From an optimization exercise on the open Yosys and OpenROAD flow, aimed at small area, a short achievable clock period and few clock cycles; shortcuts taken in it are not production practice.
Function was checked by simulation only, so behaviour that the tests miss may differ from the original.
No activity file was given, so power comes from the tool's default toggle rates.

== run a ==
==> flow/design.v <==
module weave_agen (
    input  wire         clk,
    input  wire         rst,
    input  wire         start,
    input  wire [511:0] prog,
    input  wire [15:0]  m_elems,
    output wire         busy,
    output reg          valid,
    input  wire         ready,
    output reg  [21:0]  idx,
    output reg          last
);
    reg  [6:0]  S;
    reg  [15:0] M;
    reg         flp;            
    reg  [2:0]  act;            
    reg  [11:0] nrl [0:2];      
    reg  [15:0] R   [0:3];      
    reg  [3:0]  f;              
    reg         bsy;            
    reg         run;            
    reg         mul;            
    reg  [2:0]  mcnt;
    reg  [21:0] Q;
    reg  [6:0]  sc;             
    reg         wr;             
    reg         fin;            
    reg  [15:0] pos;            
    reg  [11:0] cnt [0:2];      
    reg  [21:0] sidx;
    reg         slast;
    reg         sfull;
    integer l;
    assign busy = bsy;
    wire [2:0] w;
    assign w[0] = act[0] && cnt[0] == 12'd1;
    assign w[1] = act[1] && cnt[1] == 12'd1;
    assign w[2] = act[2] && cnt[2] == 12'd1;
    wire [1:0] k = !w[0] ? 2'd0 : !w[1] ? 2'd1 : !w[2] ? 2'd2 : 2'd3;
    wire       known = (k == 2'd0) || f[k];
    wire [15:0] Rk = R[k];
    wire [15:0] psum = Rk + (known ? pos : ~pos) + {15'd0, !known};
    wire        mbit = sc[6];
    wire        mlast = (mcnt == 3'd0);
    reg  [21:0] a, b;
    reg         cin;
    always @(*) begin
        if (mul) begin
            a = {Q[20:0], 1'b0};
            if (!mlast) begin
                b = mbit ? {6'd0, M} : 22'd0;
                cin = 1'b0;
            end else begin
                b = mbit ? 22'd0 : ~{6'd0, M};
                cin = !mbit;
            end
        end else if (wr) begin
            a = Q;
            b = {6'd0, pos};
            cin = 1'b0;
        end else begin
            a = idx;
            b = flp ? ~{6'd0, M} : {6'd0, M};
            cin = flp;
        end
    end
    wire [21:0] sum = a + b + {21'd0, cin};
    wire pos_end = (pos == M - 16'd1);
    wire gl = wr ? (S == 7'd1) && pos_end : (sc == 7'd2) && fin;
    wire fire = run && !mul && !sfull;
    always @(posedge clk) begin
        if (rst) begin
            bsy <= 1'b0;
            run <= 1'b0;
            mul <= 1'b0;
        end else begin
            if (!bsy) begin
                if (start) begin
                    bsy <= 1'b1;
                    run <= 1'b1;
                    mul <= prog[12];
                end
            end else if (valid && ready && last) begin
                bsy <= 1'b0;
            end
            if (fire && gl)
                run <= 1'b0;
            if (mul && mlast)
                mul <= 1'b0;
        end
    end
    always @(posedge clk) begin
        if (rst) begin
            valid <= 1'b0;
            sfull <= 1'b0;
        end else if (!valid || ready) begin
            if (sfull) begin
                valid <= 1'b1;
                sfull <= 1'b0;
            end else begin
                valid <= fire;
            end
        end else if (fire) begin
            sfull <= 1'b1;
        end
    end
    always @(posedge clk) begin
        if (!valid || ready) begin
            if (sfull) begin
                idx  <= sidx;
                last <= slast;
            end else if (fire) begin
                idx  <= sum;
                last <= gl;
            end
        end else if (fire) begin
            sidx  <= sum;
            slast <= gl;
        end
    end
    always @(posedge clk) begin
        if (!run) begin
            S    <= prog[30:24];
            flp  <= prog[12];
            M    <= m_elems;
            act  <= {prog[34], prog[34] | (prog[33] & prog[32]), prog[34] | prog[33]};
            for (l = 0; l < 3; l = l + 1) begin
                nrl[l] <= prog[64 + 64*l +: 12];
                cnt[l] <= prog[64 + 64*l +: 12];
            end
            for (l = 0; l < 4; l = l + 1)
                R[l] <= prog[96 + 64*l +: 16];
            f    <= 4'd0;
            pos  <= 16'd0;
            Q    <= 22'd0;
            mcnt <= 3'd6;
            sc   <= prog[30:24];
            wr   <= 1'b1;
        end else if (mul) begin
            Q    <= sum;
            mcnt <= mcnt - 3'd1;
            sc   <= {sc[5:0], 1'b0};
        end else if (fire) begin
            if (wr) begin
                sc   <= S;
                wr   <= (S == 7'd1);
                fin  <= pos_end;
                pos <= known ? psum : Rk;
                for (l = 1; l < 4; l = l + 1)
                    if (!known && l == k) begin
                        R[l] <= psum;
                        f[l] <= 1'b1;
                    end
                for (l = 0; l < 3; l = l + 1)
                    if (l < k)
                        cnt[l] <= nrl[l];
                    else if (l == k)
                        cnt[l] <= cnt[l] - 12'd1;
            end else begin
                sc   <= sc - 7'd1;
                wr   <= (sc == 7'd2);
            end
        end
    end
endmodule
Settings: LEC_CHECK=0, CAP_MARGIN=20, CORE_MARGIN=2, CORE_UTILIZATION=40, CTS_BUF_LIST=sky130_fd_sc_hd__clkbuf_16, CTS_CLUSTER_DIAMETER=100, CTS_CLUSTER_SIZE=25, SLEW_MARGIN=20; clock period 22.0 ns.
standard.sh (not shown) runs the stock make flow with config.mk's settings and CLKGATE_MAP_FILE= SYNTH_SCRIPT=/design/flow/synth_recipe.tcl, a recipe that flattens the netlist after the stock synthesis.
==> flow/flow/run.sh <==
#!/bin/bash
set -euo pipefail
export BUFFER_PORTS_ARGS="-buffer_cell sky130_fd_sc_hd__buf_1"
bash standard.sh > standard_flow.log 2>&1
Testbench counts of run a, summed over its fixed seeds: cycles 1,135,749.
Modified inputs, run b compared to run a
--- a/flow/design.v
+++ b/flow/design.v
@@ -12,5 +12,5 @@
 );
     reg  [6:0]  S;
-    reg  [15:0] M;
+    reg  [15:0] M;              
     reg         flp;            
     reg  [2:0]  act;            
@@ -20,4 +20,5 @@
     reg         bsy;            
     reg         run;            
+    reg         ini;            
     reg         mul;            
     reg  [2:0]  mcnt;
@@ -38,7 +39,7 @@
     assign w[2] = act[2] && cnt[2] == 12'd1;
     wire [1:0] k = !w[0] ? 2'd0 : !w[1] ? 2'd1 : !w[2] ? 2'd2 : 2'd3;
-    wire       known = (k == 2'd0) || f[k];
+    wire       known = f[k];
     wire [15:0] Rk = R[k];
-    wire [15:0] psum = Rk + (known ? pos : ~pos) + {15'd0, !known};
+    wire [15:0] psum = Rk + pos;
     wire        mbit = sc[6];
     wire        mlast = (mcnt == 3'd0);
@@ -46,12 +47,16 @@
     reg         cin;
     always @(*) begin
-        if (mul) begin
+        if (ini) begin
+            a = Q;
+            b = ~{6'd0, M};
+            cin = 1'b1;
+        end else if (mul) begin
             a = {Q[20:0], 1'b0};
             if (!mlast) begin
                 b = mbit ? {6'd0, M} : 22'd0;
-                cin = 1'b0;
+                cin = mbit;
             end else begin
                 b = mbit ? 22'd0 : ~{6'd0, M};
-                cin = !mbit;
+                cin = 1'b0;
             end
         end else if (wr) begin
@@ -62,15 +67,18 @@
             a = idx;
             b = flp ? ~{6'd0, M} : {6'd0, M};
-            cin = flp;
+            cin = !flp;
         end
     end
     wire [21:0] sum = a + b + {21'd0, cin};
-    wire pos_end = (pos == M - 16'd1);
+    wire pos_end = (pos == M);
     wire gl = wr ? (S == 7'd1) && pos_end : (sc == 7'd2) && fin;
-    wire fire = run && !mul && !sfull;
+    wire gen  = run && !ini && !mul && !sfull;
+    wire learn = gen && wr && !known;
+    wire fire = gen && !(wr && !known);
     always @(posedge clk) begin
         if (rst) begin
             bsy <= 1'b0;
             run <= 1'b0;
+            ini <= 1'b0;
             mul <= 1'b0;
         end else begin
@@ -79,5 +87,5 @@
                     bsy <= 1'b1;
                     run <= 1'b1;
-                    mul <= prog[12];
+                    ini <= 1'b1;
                 end
             end else if (valid && ready && last) begin
@@ -86,4 +94,8 @@
             if (fire && gl)
                 run <= 1'b0;
+            if (ini) begin
+                ini <= 1'b0;
+                mul <= flp;
+            end
             if (mul && mlast)
                 mul <= 1'b0;
@@ -125,20 +137,28 @@
             M    <= m_elems;
             act  <= {prog[34], prog[34] | (prog[33] & prog[32]), prog[34] | prog[33]};
-            for (l = 0; l < 3; l = l + 1) begin
+            for (l = 0; l < 3; l = l + 1)
                 nrl[l] <= prog[64 + 64*l +: 12];
-                cnt[l] <= prog[64 + 64*l +: 12];
-            end
             for (l = 0; l < 4; l = l + 1)
-                R[l] <= prog[96 + 64*l +: 16];
+                R[l] <= ~prog[96 + 64*l +: 16];
             f    <= 4'd0;
             pos  <= 16'd0;
             Q    <= 22'd0;
             mcnt <= 3'd6;
-            sc   <= prog[30:24];
             wr   <= 1'b1;
+        end else if (ini) begin
+            M    <= ~sum[15:0];
+            for (l = 0; l < 3; l = l + 1)
+                cnt[l] <= nrl[l];
+            sc   <= S;
         end else if (mul) begin
             Q    <= sum;
             mcnt <= mcnt - 3'd1;
             sc   <= {sc[5:0], 1'b0};
+        end else if (learn) begin
+            for (l = 0; l < 4; l = l + 1)
+                if (l == k) begin
+                    R[l] <= ~psum;
+                    f[l] <= 1'b1;
+                end
         end else if (fire) begin
             if (wr) begin
@@ -146,10 +166,5 @@
                 wr   <= (S == 7'd1);
                 fin  <= pos_end;
-                pos <= known ? psum : Rk;
-                for (l = 1; l < 4; l = l + 1)
-                    if (!known && l == k) begin
-                        R[l] <= psum;
-                        f[l] <= 1'b1;
-                    end
+                pos <= psum;
                 for (l = 0; l < 3; l = l + 1)
                     if (l < k)
## What came out
Cmp run a and run b / global routing usage on met2 / lower: run a. Run b vs run a — detailed placement HPWL climbed by a few percent. The standard cells in run b occupy less silicon area than those in run a do. In run b the worst setup slack turned out 0.031 ns lower than in run a. Delta (run b minus run a): global-route usage grew by 1.5 points, multi-input logic cell count decreased by 8.4% relative to the old numbers, stage delay of the slowest cell on the critical path saw a decrease. The via count of run b was superior to that of run a. Share of total power consumed by net switching for run b is lower than for run a. Between run a and run b, the flow reports die extent in x decreasing by a few percent.
Testbench counts of run b, summed over its fixed seeds: cycles 1,141,731.

port drivers added, routing unchanged:
The flow's constraints put no driver on any port. The routed layouts listed below were extracted and timed again, unchanged, in two steps. Step 1, drivers: a clkbuf_16 drives clk and a buf_2 each remaining input, both assumed. Step 2 adds t to the input delays and takes it off the output delays; t is the mean of the earliest and latest rising clock arrival at the registers after step 1. Input paths then give back, and output paths get back, about the clock's delay inside the block. Three values: ideal ports, drivers, drivers and shift; two values: the first two.
run | t, ns | setup WS [ns] | cell pins on the clock port's net
run a | 0.541 | 16.433 / 16.433 / 16.387 | 1
run b | 0.547 | 16.402 / 16.353 / 16.398 | 1
After both steps setup and hold are still met in every run listed. For run a, which loses most, drivers alone change the setup slack by 0.000 ns; drivers and shift together by -0.046 ns.
